This design comes from an exercise in tuning for small area, a short achievable clock period and few clock cycles per item on the open sky130 flow, not from production work. Only simulation tests tie the RTL to the original design; equivalence was not proved.

==> run a <==
## flarrath_lpu
module flarrath_lpu (
    input             clk,
    input             rst,
    input             start,
    output            in_ready,
    input      [2:0]  op,
    input      [35:0] x,
    input      [35:0] f0,
    input      [35:0] f1,
    input      [35:0] f2,
    input      [35:0] f3,
    input      [35:0] f4,
    input      [35:0] f5,
    input      [35:0] f6,
    input      [35:0] f7,
    input      [35:0] f8,
    output reg        done,
    output reg        exc,
    output reg [35:0] result,
    output reg [2:0]  wb_en,
    output reg [35:0] wb0,
    output reg [35:0] wb1,
    output reg [35:0] wb2
);
clock: 50.0 ns
lec_check: 0
abc_area: 1
cap_margin: 30
core_margin: 2
core_utilization: 45
max_routing_layer: met4
slew_margin: 30
standard.sh (not shown) runs the stock make flow with config.mk's settings and CLKGATE_MAP_FILE= SYNTH_SCRIPT=/design/flow/synth_recipe.tcl, a recipe that flattens the netlist after the stock synthesis.
==> flow/flow/run.sh <==
#!/bin/bash
# Layout flow: the standard ORFS flow (standard synthesis unchanged),
# with two layout choices changed:
#  - port buffers are sky130_fd_sc_hd__buf_2 instead of the default pick;
set -euo pipefail
bash standard.sh \
  "BUFFER_PORTS_ARGS=-buffer_cell sky130_fd_sc_hd__buf_2" \
  "SETUP_SLACK_MARGIN=38.8" \
  finish > flow_make.log 2>&1
==> run b (differences from run a) <==
--- a/flow/design.v
+++ b/flow/design.v
@@ -160,52 +160,43 @@
             OP_PIQ:    f_class = (i < 2) ? C_QF : C_Q31F;
             OP_PIDQ:   f_class = (i < 3) ? C_QF : C_Q31F;
             default:   f_class = C_Q31F;
         endcase
     endfunction
     reg        rdy;           
+    reg        busy;          
     reg        a_v;           
     reg [1:0]  a_st;          
     reg        b_v;           
     reg [2:0]  c_op;
     reg [35:0] c_x;
     reg [35:0] c_f0, c_f1, c_f2, c_f3, c_f4, c_f5, c_f6, c_f7, c_f8;
-    assign in_ready = rdy;
+    assign in_ready = !busy;
     wire op_long = (op == OP_PIQ) || (op == OP_PIDQ);
     wire [1:0] a_last = (c_op == OP_PIDQ) ? 2'd3 : (c_op == OP_PIQ) ? 2'd1 : 2'd0;
     always @(posedge clk) begin
         if (rdy) begin
-            c_op <= op;
-            c_x  <= x;
-            c_f0 <= f0;
-            c_f1 <= f1;
-            c_f2 <= f2;
-            c_f3 <= f3;
-            c_f4 <= f4;
-            c_f5 <= f5;
-            c_f6 <= f6;
-            c_f7 <= f7;
-            c_f8 <= f8;
-        end
-    end
-    always @(posedge clk) begin
-        if (rst) begin
-            rdy  <= 1'b1;
-            a_v  <= 1'b0;
-            a_st <= 2'd0;
-            b_v  <= 1'b0;
-        end else if (rdy) begin
-            a_v  <= start;
-            a_st <= 2'd0;
-            rdy  <= !(start && op_long);
-            b_v  <= a_v;
-        end else begin
-            a_st <= a_st + 2'd1;
-            rdy  <= (a_st + 2'd1 == a_last);
-            b_v  <= 1'b0;
+            c_op        <= op;
+            c_x[31:0]   <= x[31:0];
+            c_f1        <= f1;
+            c_f2[31:0]  <= f2[31:0];
+            c_f3[31:0]  <= f3[31:0];
+            c_f4[31:0]  <= f4[31:0];
+            c_f5[31:0]  <= f5[31:0];
+            c_f6[31:0]  <= f6[31:0];
+            c_f7[31:0]  <= f7[31:0];
         end
+        c_x[35:32] <= x[35:32];
+        c_f0       <= f0;
+        c_f2[35:32] <= f2[35:32];
+        c_f3[35:32] <= f3[35:32];
+        c_f4[35:32] <= f4[35:32];
+        c_f5[35:32] <= f5[35:32];
+        c_f6[35:32] <= f6[35:32];
+        c_f7[35:32] <= f7[35:32];
+        c_f8       <= f8;
     end
     wire [35:0] c_f [0:8];
     assign c_f[0] = c_f0;
     assign c_f[1] = c_f1;
     assign c_f[2] = c_f2;
     assign c_f[3] = c_f3;
@@ -264,18 +255,45 @@
                         chk_exc  = 1'b1;
                         chk_info = {4'h3, c_f[i][35:32]};
                     end
             end
         end
     end
+    reg  a_first;         
+    wire early = !rdy && a_first && (chk_exc || chk_poison);
+    always @(posedge clk) begin
+        if (rst) begin
+            rdy  <= 1'b1;
+            busy <= 1'b0;
+            a_v  <= 1'b0;
+            a_st <= 2'd0;
+            b_v  <= 1'b0;
+        end else if (rdy) begin
+            a_v  <= start;
+            a_st <= 2'd0;
+            rdy  <= !(start && op_long);
+            busy <= start && op_long;
+            b_v  <= a_v;
+        end else if (early) begin
+            a_v  <= 1'b0;
+            a_st <= 2'd0;
+            rdy  <= 1'b1;
+            busy <= 1'b0;
+            b_v  <= 1'b1;
+        end else begin
+            a_st <= a_st + 2'd1;
+            rdy  <= (a_st + 2'd1 == a_last);
+            busy <= (a_st + 2'd1 != a_last);
+            b_v  <= 1'b0;
+        end
+    end
     reg [31:0] MA, MB;
     reg        MQ16;      
     reg        MFUSE;     
     reg        MSC;       
     reg        MEP, MEG, MET;    
-    reg        a_first;   
     wire [32:0] bA  = {MA[31], MA};
     wire [32:0] bA2 = {MA, 1'b0};
     wire [32:0] bB  = {MB, 1'b0};
     wire bt_nb0 = bB[2];
     wire bt_on0 = bB[1] ^ bB[0];
     wire bt_tw0 = (bB[2] & ~bB[1] & ~bB[0]) | (~bB[2] & bB[1] & bB[0]);
@@ -1367,14 +1385,14 @@
     wire [65:0] m_r0 = {1'b1, 1'b1, mt_1024, mt_1022, mt_1020, mt_1018, mt_1016, mt_1014, mt_1012, mt_1010, mt_1008, mt_1006, mt_1004, mt_1002, mt_1000, mt_998, mt_996, mt_994, mt_992, mt_990, mt_988, mt_986, mt_984, mt_982, mt_980, mt_978, mt_976, mt_974, mt_972, mt_970, mt_968, mt_966, mt_964, mt_962, mt_960, mt_958, mt_956, mt_954, mt_952, mt_950, mt_948, mt_946, mt_944, mt_942, mt_940, mt_938, mt_936, mt_934, mt_932, mt_930, mt_928, mt_926, mt_924, mt_922, mt_920, mt_918, mt_916, mt_914, mt_912, mt_910, mt_908, mt_906, mt_904, mt_903, bt_pp0[1], bt_pp0[0]};
     wire [65:0] m_r1 = {1'b0, 1'b0, mt_902, mt_1023, mt_1021, mt_1019, mt_1017, mt_1015, mt_1013, mt_1011, mt_1009, mt_1007, mt_1005, mt_1003, mt_1001, mt_999, mt_997, mt_995, mt_993, mt_991, mt_989, mt_987, mt_985, mt_983, mt_981, mt_979, mt_977, mt_975, mt_973, mt_971, mt_969, mt_967, mt_965, mt_963, mt_961, mt_959, mt_957, mt_955, mt_953, mt_951, mt_949, mt_947, mt_945, mt_943, mt_941, mt_939, mt_937, mt_935, mt_933, mt_931, mt_929, mt_927, mt_925, mt_923, mt_921, mt_919, mt_917, mt_915, mt_913, mt_911, mt_909, mt_907, mt_905, bt_nb1, 1'b0, bt_nb0};
     wire [65:0] m_sum = m_r0 + m_r1;
     wire [49:0] m_t   = MQ16 ? m_sum[65:16] : {{15{m_sum[65]}}, m_sum[65:31]};
     wire        m_sat = !(m_t[49:31] == {19{1'b0}} || m_t[49:31] == {19{1'b1}});
     wire [31:0] m_g   = m_sat ? (m_t[49] ? MIN32 : MAX32) : m_t[31:0];
-    reg [32:0] Rp;        
-    reg [31:0] Rg;        
+    reg [31:0] Rp;        
+    reg        Rp1;       
     reg [31:0] Rt;        
     reg [31:0] Rs;        
     reg        a_s;       
     wire is_sc   = (c_op == OP_SCALE) || (c_op == OP_SCALEU);
     wire is_cl   = (c_op == OP_CLAMP);
     wire is_piq  = (c_op == OP_PIQ);
@@ -1389,27 +1407,27 @@
         s_sub = 1'b0;
         s_ev  = 1'b0;
         if (is_sc) begin
             s_a = c_f1[31:0];
         end else if (is_piq) begin
             s_a  = c_f4[31:0];
-            s_b  = Rg;
+            s_b  = Rs;
             s_ev = a_st[0];
         end else if (is_pid) begin
             case (a_st)
                 2'd0: begin
                     s_a = xv;  s_b = c_f8[31:0]; s_sub = 1'b1; s_ev = 1'b1;
                 end
                 2'd2: begin
                     s_a = Rt;  s_b = c_f7[31:0]; s_sub = 1'b1; s_ev = 1'b1;
                 end
                 2'd3: begin
-                    s_a = c_f6[31:0]; s_b = Rg; s_ev = 1'b1;
+                    s_a = c_f6[31:0]; s_b = Rs; s_ev = 1'b1;
                 end
                 default: begin
-                    s_a = c_f6[31:0]; s_b = Rg;
+                    s_a = c_f6[31:0]; s_b = Rs;
                 end
             endcase
         end else if (is_slew) begin
             s_b   = c_f0[31:0];
             s_sub = 1'b1;
             s_ev  = 1'b1;
@@ -1417,19 +1435,20 @@
     end
     wire [34:0] s_full = bk34(sx32(s_a), sx32(s_b) ^ {34{s_sub}}, s_sub);
     wire [32:0] s_raw  = s_full[32:0];
     wire [32:0] s_res = sat33(s_raw);
     wire a_ev = ((MEP | MEG | MET) & !MSC & m_sat) | (s_ev & s_res[32]);
     always @(posedge clk) begin
-        if (MEP)
-            Rp <= MSC ? m_t[32:0] : {m_g[31], m_g};
+        if (MEP) begin
+            Rp  <= m_g;
+            Rp1 <= MSC & m_sat & !m_t[49];
+        end
+        Rt <= m_g;     
         if (MEG)
-            Rg <= m_g;
-        if (MET)
-            Rt <= m_g;
-        if (rdy)
+            Rs <= m_g;
+        else if (rdy)
             Rs <= s_res[31:0];
         a_s     <= (a_first ? 1'b0 : a_s) | a_ev;
         a_first <= rdy;
     end
     wire in_sc  = (op == OP_SCALE) || (op == OP_SCALEU);
     wire in_piq = (op == OP_PIQ);
@@ -1480,14 +1499,15 @@
     reg        bq_sc, bq_cl, bq_md, bq_piq, bq_pid, bq_sl;
     reg        b_usep;
     reg [31:0] b_e;       
     reg [31:0] b_a;       
     reg [31:0] b_lo;      
     reg [31:0] b_hi;      
-    reg        b_lohi, b_lomin, b_himax, b_epos, b_eneg;
+    reg        b_lohi, b_epos, b_eneg;
     reg        b_exc, b_poison, b_anys, b_xq16;
+    reg        a_anys;    
     reg [7:0]  b_info;
     wire [31:0] step = c_f1[31] ? 32'h0 : c_f1[31:0];
     reg  [31:0] n_lo, n_hi, n_a;
     always @(*) begin
         n_a  = c_f0[31:0];
         n_lo = MIN32;
@@ -1519,37 +1539,37 @@
         bq_cl    <= is_cl;
         bq_md    <= (c_op == OP_MKDUTY);
         bq_piq   <= is_piq;
         bq_pid   <= is_pid;
         bq_sl    <= is_slew;
         b_usep   <= is_sc | is_piq | is_pid;
-        b_e      <= chk_poison ? chk_pval : xv;
+        b_e      <= (a_first && chk_poison) ? chk_pval : xv;
         b_a      <= n_a;
         b_lo     <= n_lo;
         b_hi     <= n_hi;
         b_lohi   <= gt34(sx32(n_lo), sx32(n_hi));
-        b_lomin  <= (n_lo == MIN32);
-        b_himax  <= (n_hi == MAX32);
         b_epos   <= !xv[31] && (xv != 32'h0);
         b_eneg   <= xv[31];
-        b_exc    <= chk_exc;
+        b_exc    <= a_first && chk_exc;
         b_info   <= chk_info;
-        b_poison <= chk_poison;
-        b_anys   <= any_s;
+        b_poison <= a_first && chk_poison;
+        b_anys   <= a_first ? any_s : a_anys;
+        if (a_first)
+            a_anys <= any_s;
         b_xq16   <= is_q16f(xt);
     end
-    wire [33:0] b_t1 = b_usep ? {Rp[32], Rp} : 34'h0;
+    wire [33:0] b_t1 = b_usep ? sx32(Rp) : 34'h0;
     wire [33:0] b_t2 = sx32(Rs);
     wire [33:0] b_t3 = bq_pid ? sx32(Rt) : 34'h0;
     wire [33:0] b_cx = b_t1 ^ b_t2 ^ b_t3;
     wire [33:0] b_cy = (b_t1 & b_t2) | (b_t1 & b_t3) | (b_t2 & b_t3);
-    wire [34:0] b_sf = bk34(b_cx, {b_cy[32:0], 1'b0}, 1'b0);
+    wire [34:0] b_sf = bk34(b_cx, {b_cy[32:0], 1'b0}, Rp1 & bq_sc);
     wire [33:0] b_s  = b_sf[33:0];
     wire [32:0] b_ss = sat34(b_s);
-    wire v_gt = gt34(b_s, sx32(b_hi)) && !b_himax;
-    wire v_lt = gt34(sx32(b_lo), b_s) && !b_lomin;
+    wire v_gt = gt34(sx32(b_ss[31:0]), sx32(b_hi));
+    wire v_lt = gt34(sx32(b_lo), sx32(b_ss[31:0]));
     wire [31:0] lim = b_lohi ? b_lo : v_gt ? b_hi : v_lt ? b_lo : b_ss[31:0];
     wire sl_gt = gt34(sx32(Rs), sx32(b_hi));
     wire sl_lt = !gt34(sx32(Rs), sx32(b_lo));
     wire [31:0] sl_d = sl_gt ? b_hi : sl_lt ? b_lo : Rs;
     wire hold = b_lohi | (v_gt & b_epos) | (v_lt & b_eneg);
     wire [31:0] ni = hold ? b_a : Rs;
==> flow/flow/run.sh (replaced) <==
#!/bin/bash
# Layout flow: the standard ORFS flow (standard synthesis unchanged),
# with these layout choices changed:
#  - port buffers are sky130_fd_sc_hd__buf_2 instead of the default pick;
#  - the ABC buffers are removed at floorplan instead of running a timing
#    repair on the unplaced netlist (REMOVE_ABC_BUFFERS=1);
set -euo pipefail
bash standard.sh \
  "BUFFER_PORTS_ARGS=-buffer_cell sky130_fd_sc_hd__buf_2" \
  "REMOVE_ABC_BUFFERS=1" \
  "SETUP_SLACK_MARGIN=38.8" \
  finish > flow_make.log 2>&1
==> flow/config.mk (replaced) <==
export PLATFORM = sky130hd
export DESIGN_NAME = flarrath_lpu
export DESIGN_NICKNAME = flarrath_lpu
export VERILOG_FILES = /design/flow/design.v
export SDC_FILE = /design/flow/constraint.sdc
export NUM_CORES = 4
export LEC_CHECK = 0
export ABC_AREA = 1
export CAP_MARGIN = 20
export CORE_MARGIN = 2
export CORE_UTILIZATION = 45
export CTS_CLUSTER_DIAMETER = 100
export CTS_CLUSTER_SIZE = 20
export MAX_ROUTING_LAYER = met4
export SLEW_MARGIN = 20
==> run c (differences from run a) <==
--- a/flow/design.v
+++ b/flow/design.v
@@ -1367,14 +1367,14 @@
     wire [65:0] m_r0 = {1'b1, 1'b1, mt_1024, mt_1022, mt_1020, mt_1018, mt_1016, mt_1014, mt_1012, mt_1010, mt_1008, mt_1006, mt_1004, mt_1002, mt_1000, mt_998, mt_996, mt_994, mt_992, mt_990, mt_988, mt_986, mt_984, mt_982, mt_980, mt_978, mt_976, mt_974, mt_972, mt_970, mt_968, mt_966, mt_964, mt_962, mt_960, mt_958, mt_956, mt_954, mt_952, mt_950, mt_948, mt_946, mt_944, mt_942, mt_940, mt_938, mt_936, mt_934, mt_932, mt_930, mt_928, mt_926, mt_924, mt_922, mt_920, mt_918, mt_916, mt_914, mt_912, mt_910, mt_908, mt_906, mt_904, mt_903, bt_pp0[1], bt_pp0[0]};
     wire [65:0] m_r1 = {1'b0, 1'b0, mt_902, mt_1023, mt_1021, mt_1019, mt_1017, mt_1015, mt_1013, mt_1011, mt_1009, mt_1007, mt_1005, mt_1003, mt_1001, mt_999, mt_997, mt_995, mt_993, mt_991, mt_989, mt_987, mt_985, mt_983, mt_981, mt_979, mt_977, mt_975, mt_973, mt_971, mt_969, mt_967, mt_965, mt_963, mt_961, mt_959, mt_957, mt_955, mt_953, mt_951, mt_949, mt_947, mt_945, mt_943, mt_941, mt_939, mt_937, mt_935, mt_933, mt_931, mt_929, mt_927, mt_925, mt_923, mt_921, mt_919, mt_917, mt_915, mt_913, mt_911, mt_909, mt_907, mt_905, bt_nb1, 1'b0, bt_nb0};
     wire [65:0] m_sum = m_r0 + m_r1;
     wire [49:0] m_t   = MQ16 ? m_sum[65:16] : {{15{m_sum[65]}}, m_sum[65:31]};
     wire        m_sat = !(m_t[49:31] == {19{1'b0}} || m_t[49:31] == {19{1'b1}});
     wire [31:0] m_g   = m_sat ? (m_t[49] ? MIN32 : MAX32) : m_t[31:0];
-    reg [32:0] Rp;        
-    reg [31:0] Rg;        
+    reg [31:0] Rp;        
+    reg        Rp1;       
     reg [31:0] Rt;        
     reg [31:0] Rs;        
     reg        a_s;       
     wire is_sc   = (c_op == OP_SCALE) || (c_op == OP_SCALEU);
     wire is_cl   = (c_op == OP_CLAMP);
     wire is_piq  = (c_op == OP_PIQ);
@@ -1389,27 +1389,27 @@
         s_sub = 1'b0;
         s_ev  = 1'b0;
         if (is_sc) begin
             s_a = c_f1[31:0];
         end else if (is_piq) begin
             s_a  = c_f4[31:0];
-            s_b  = Rg;
+            s_b  = Rs;
             s_ev = a_st[0];
         end else if (is_pid) begin
             case (a_st)
                 2'd0: begin
                     s_a = xv;  s_b = c_f8[31:0]; s_sub = 1'b1; s_ev = 1'b1;
                 end
                 2'd2: begin
                     s_a = Rt;  s_b = c_f7[31:0]; s_sub = 1'b1; s_ev = 1'b1;
                 end
                 2'd3: begin
-                    s_a = c_f6[31:0]; s_b = Rg; s_ev = 1'b1;
+                    s_a = c_f6[31:0]; s_b = Rs; s_ev = 1'b1;
                 end
                 default: begin
-                    s_a = c_f6[31:0]; s_b = Rg;
+                    s_a = c_f6[31:0]; s_b = Rs;
                 end
             endcase
         end else if (is_slew) begin
             s_b   = c_f0[31:0];
             s_sub = 1'b1;
             s_ev  = 1'b1;
@@ -1417,19 +1417,21 @@
     end
     wire [34:0] s_full = bk34(sx32(s_a), sx32(s_b) ^ {34{s_sub}}, s_sub);
     wire [32:0] s_raw  = s_full[32:0];
     wire [32:0] s_res = sat33(s_raw);
     wire a_ev = ((MEP | MEG | MET) & !MSC & m_sat) | (s_ev & s_res[32]);
     always @(posedge clk) begin
-        if (MEP)
-            Rp <= MSC ? m_t[32:0] : {m_g[31], m_g};
-        if (MEG)
-            Rg <= m_g;
+        if (MEP) begin
+            Rp  <= m_g;
+            Rp1 <= MSC & m_sat & !m_t[49];
+        end
         if (MET)
             Rt <= m_g;
-        if (rdy)
+        if (MEG)
+            Rs <= m_g;
+        else if (rdy)
             Rs <= s_res[31:0];
         a_s     <= (a_first ? 1'b0 : a_s) | a_ev;
         a_first <= rdy;
     end
     wire in_sc  = (op == OP_SCALE) || (op == OP_SCALEU);
     wire in_piq = (op == OP_PIQ);
@@ -1480,13 +1482,13 @@
     reg        bq_sc, bq_cl, bq_md, bq_piq, bq_pid, bq_sl;
     reg        b_usep;
     reg [31:0] b_e;       
     reg [31:0] b_a;       
     reg [31:0] b_lo;      
     reg [31:0] b_hi;      
-    reg        b_lohi, b_lomin, b_himax, b_epos, b_eneg;
+    reg        b_lohi, b_epos, b_eneg;
     reg        b_exc, b_poison, b_anys, b_xq16;
     reg [7:0]  b_info;
     wire [31:0] step = c_f1[31] ? 32'h0 : c_f1[31:0];
     reg  [31:0] n_lo, n_hi, n_a;
     always @(*) begin
         n_a  = c_f0[31:0];
@@ -1524,32 +1526,30 @@
         b_usep   <= is_sc | is_piq | is_pid;
         b_e      <= chk_poison ? chk_pval : xv;
         b_a      <= n_a;
         b_lo     <= n_lo;
         b_hi     <= n_hi;
         b_lohi   <= gt34(sx32(n_lo), sx32(n_hi));
-        b_lomin  <= (n_lo == MIN32);
-        b_himax  <= (n_hi == MAX32);
         b_epos   <= !xv[31] && (xv != 32'h0);
         b_eneg   <= xv[31];
         b_exc    <= chk_exc;
         b_info   <= chk_info;
         b_poison <= chk_poison;
         b_anys   <= any_s;
         b_xq16   <= is_q16f(xt);
     end
-    wire [33:0] b_t1 = b_usep ? {Rp[32], Rp} : 34'h0;
+    wire [33:0] b_t1 = b_usep ? sx32(Rp) : 34'h0;
     wire [33:0] b_t2 = sx32(Rs);
     wire [33:0] b_t3 = bq_pid ? sx32(Rt) : 34'h0;
     wire [33:0] b_cx = b_t1 ^ b_t2 ^ b_t3;
     wire [33:0] b_cy = (b_t1 & b_t2) | (b_t1 & b_t3) | (b_t2 & b_t3);
-    wire [34:0] b_sf = bk34(b_cx, {b_cy[32:0], 1'b0}, 1'b0);
+    wire [34:0] b_sf = bk34(b_cx, {b_cy[32:0], 1'b0}, Rp1 & bq_sc);
     wire [33:0] b_s  = b_sf[33:0];
     wire [32:0] b_ss = sat34(b_s);
-    wire v_gt = gt34(b_s, sx32(b_hi)) && !b_himax;
-    wire v_lt = gt34(sx32(b_lo), b_s) && !b_lomin;
+    wire v_gt = gt34(sx32(b_ss[31:0]), sx32(b_hi));
+    wire v_lt = gt34(sx32(b_lo), sx32(b_ss[31:0]));
     wire [31:0] lim = b_lohi ? b_lo : v_gt ? b_hi : v_lt ? b_lo : b_ss[31:0];
     wire sl_gt = gt34(sx32(Rs), sx32(b_hi));
     wire sl_lt = !gt34(sx32(Rs), sx32(b_lo));
     wire [31:0] sl_d = sl_gt ? b_hi : sl_lt ? b_lo : Rs;
     wire hold = b_lohi | (v_gt & b_epos) | (v_lt & b_eneg);
     wire [31:0] ni = hold ? b_a : Rs;
==> flow/flow/run.sh (replaced) <==
#!/bin/bash
# Layout flow: the standard ORFS flow (standard synthesis unchanged),
# with these layout choices changed:
#  - port buffers are sky130_fd_sc_hd__buf_2 instead of the default pick;
#  - the ABC buffers are removed at floorplan instead of running a timing
#    repair on the unplaced netlist (REMOVE_ABC_BUFFERS=1);
set -euo pipefail
bash standard.sh \
  "BUFFER_PORTS_ARGS=-buffer_cell sky130_fd_sc_hd__buf_2" \
  "REMOVE_ABC_BUFFERS=1" \
  "SETUP_SLACK_MARGIN=38.8" \
  finish > flow_make.log 2>&1
--- a/flow/config.mk
+++ b/flow/config.mk
@@ -6,8 +6,10 @@
 export NUM_CORES = 4
 export LEC_CHECK = 0
 export ABC_AREA = 1
 export CAP_MARGIN = 30
 export CORE_MARGIN = 2
 export CORE_UTILIZATION = 45
+export CTS_CLUSTER_DIAMETER = 100
+export CTS_CLUSTER_SIZE = 20
 export MAX_ROUTING_LAYER = met4
 export SLEW_MARGIN = 30
==> run summary <==
metric	run a	run c	run b
Endpoint of the most critical register-to-register path	Rp[29]	wb0[15]	Rs[21]
Number of unique standard cell types used by synthesis	69	77	67
Non-clock buffer count	701	697	681
Register area	22100 um2	21100 um2	19900 um2
First-pass GRT wire length	563 mm	536 mm	535 mm
Initial Utilization	45.4%	45.2%	45.5%
Inserted Diodes	91	41	46
Total CTS buffers	97	51	52
Global Route met2 Usage	66.9%	61.9%	65.2%
Tightest slew margin relative to the limit	18.1%	19.6%	9.22%
DIE WIDTH	409 um	406 um	402 um
Post-synthesis area per instance	8.15 um2	8.15 um2	7.97 um2
Half-perimeter wire length of the detailed placement result	325 mm	300 mm	299 mm
# resized after CTS	97	25	100
Final Net Count	10600	10400	10400
Fraction of the mapped netlist area in adder cells	20.7%	21.1%	21.5%
Capturing instance or port of the critical path	in_ready	in_ready	wb0[9]
Share of the synthesized area in the top cell type	20.0%	19.0%	14.8%
Outcome	complete, no violations	complete, no violations	complete, no violations
Maximum cell stage delay along the critical path	480 ps	420 ps	380 ps
Flop-to-flop setup slack	39140 ps	39230 ps	39140 ps
FF+latch count	855	821	822
Clock slew at the register clock pins of the worst setup and hold paths	70 ps	90 ps	100 ps
Testbench counts of run a, summed over its fixed seeds: cycles 132,098, items 80,000.
Testbench counts of run b, summed over its fixed seeds: cycles 131,404, items 80,000.
Testbench counts of run c, summed over its fixed seeds: cycles 132,098, items 80,000.

==> afterwards: timing with drivers on the ports <==
No port has a modelled driver above. Below, the same layouts with a new extraction and two added sets of constraints.
Step 1 assumes that a clkbuf_16 drives the clock port and a buf_2 every other input.
Step 2 moves the port delays by t, midway between the first and last clock arrival at a register: inputs arrive t later, outputs are due t later. That takes back most of the time a late clock gives input paths.
a / b / c = no drivers / after step 1 / after step 2; a / b = the first two.
| run | shift t [ns] | setup slack, ns | worst hold slack (ns) | clock arrival spread, ns | slew at the worst register clock pin (ns) |
|---|---|---|---|---|---|
| run a | 0.857 | 38.656 / 38.556 / 38.129 | 0.351 / 0.351 / 0.351 | 0.083 / 0.083 | 0.10 / 0.10 |
| run b | 0.821 | 38.751 / 38.654 / 38.164 | 0.352 / 0.352 / 0.352 | 0.072 / 0.072 | 0.10 / 0.10 |
| run c | 0.777 | 38.765 / 38.680 / 38.159 | 0.358 / 0.358 / 0.358 | 0.031 / 0.030 | 0.10 / 0.10 |
After both steps every run listed still meets setup and hold. The setup slack of run c, which loses most, moves by -0.085 ns with the drivers and by -0.606 ns with both steps.
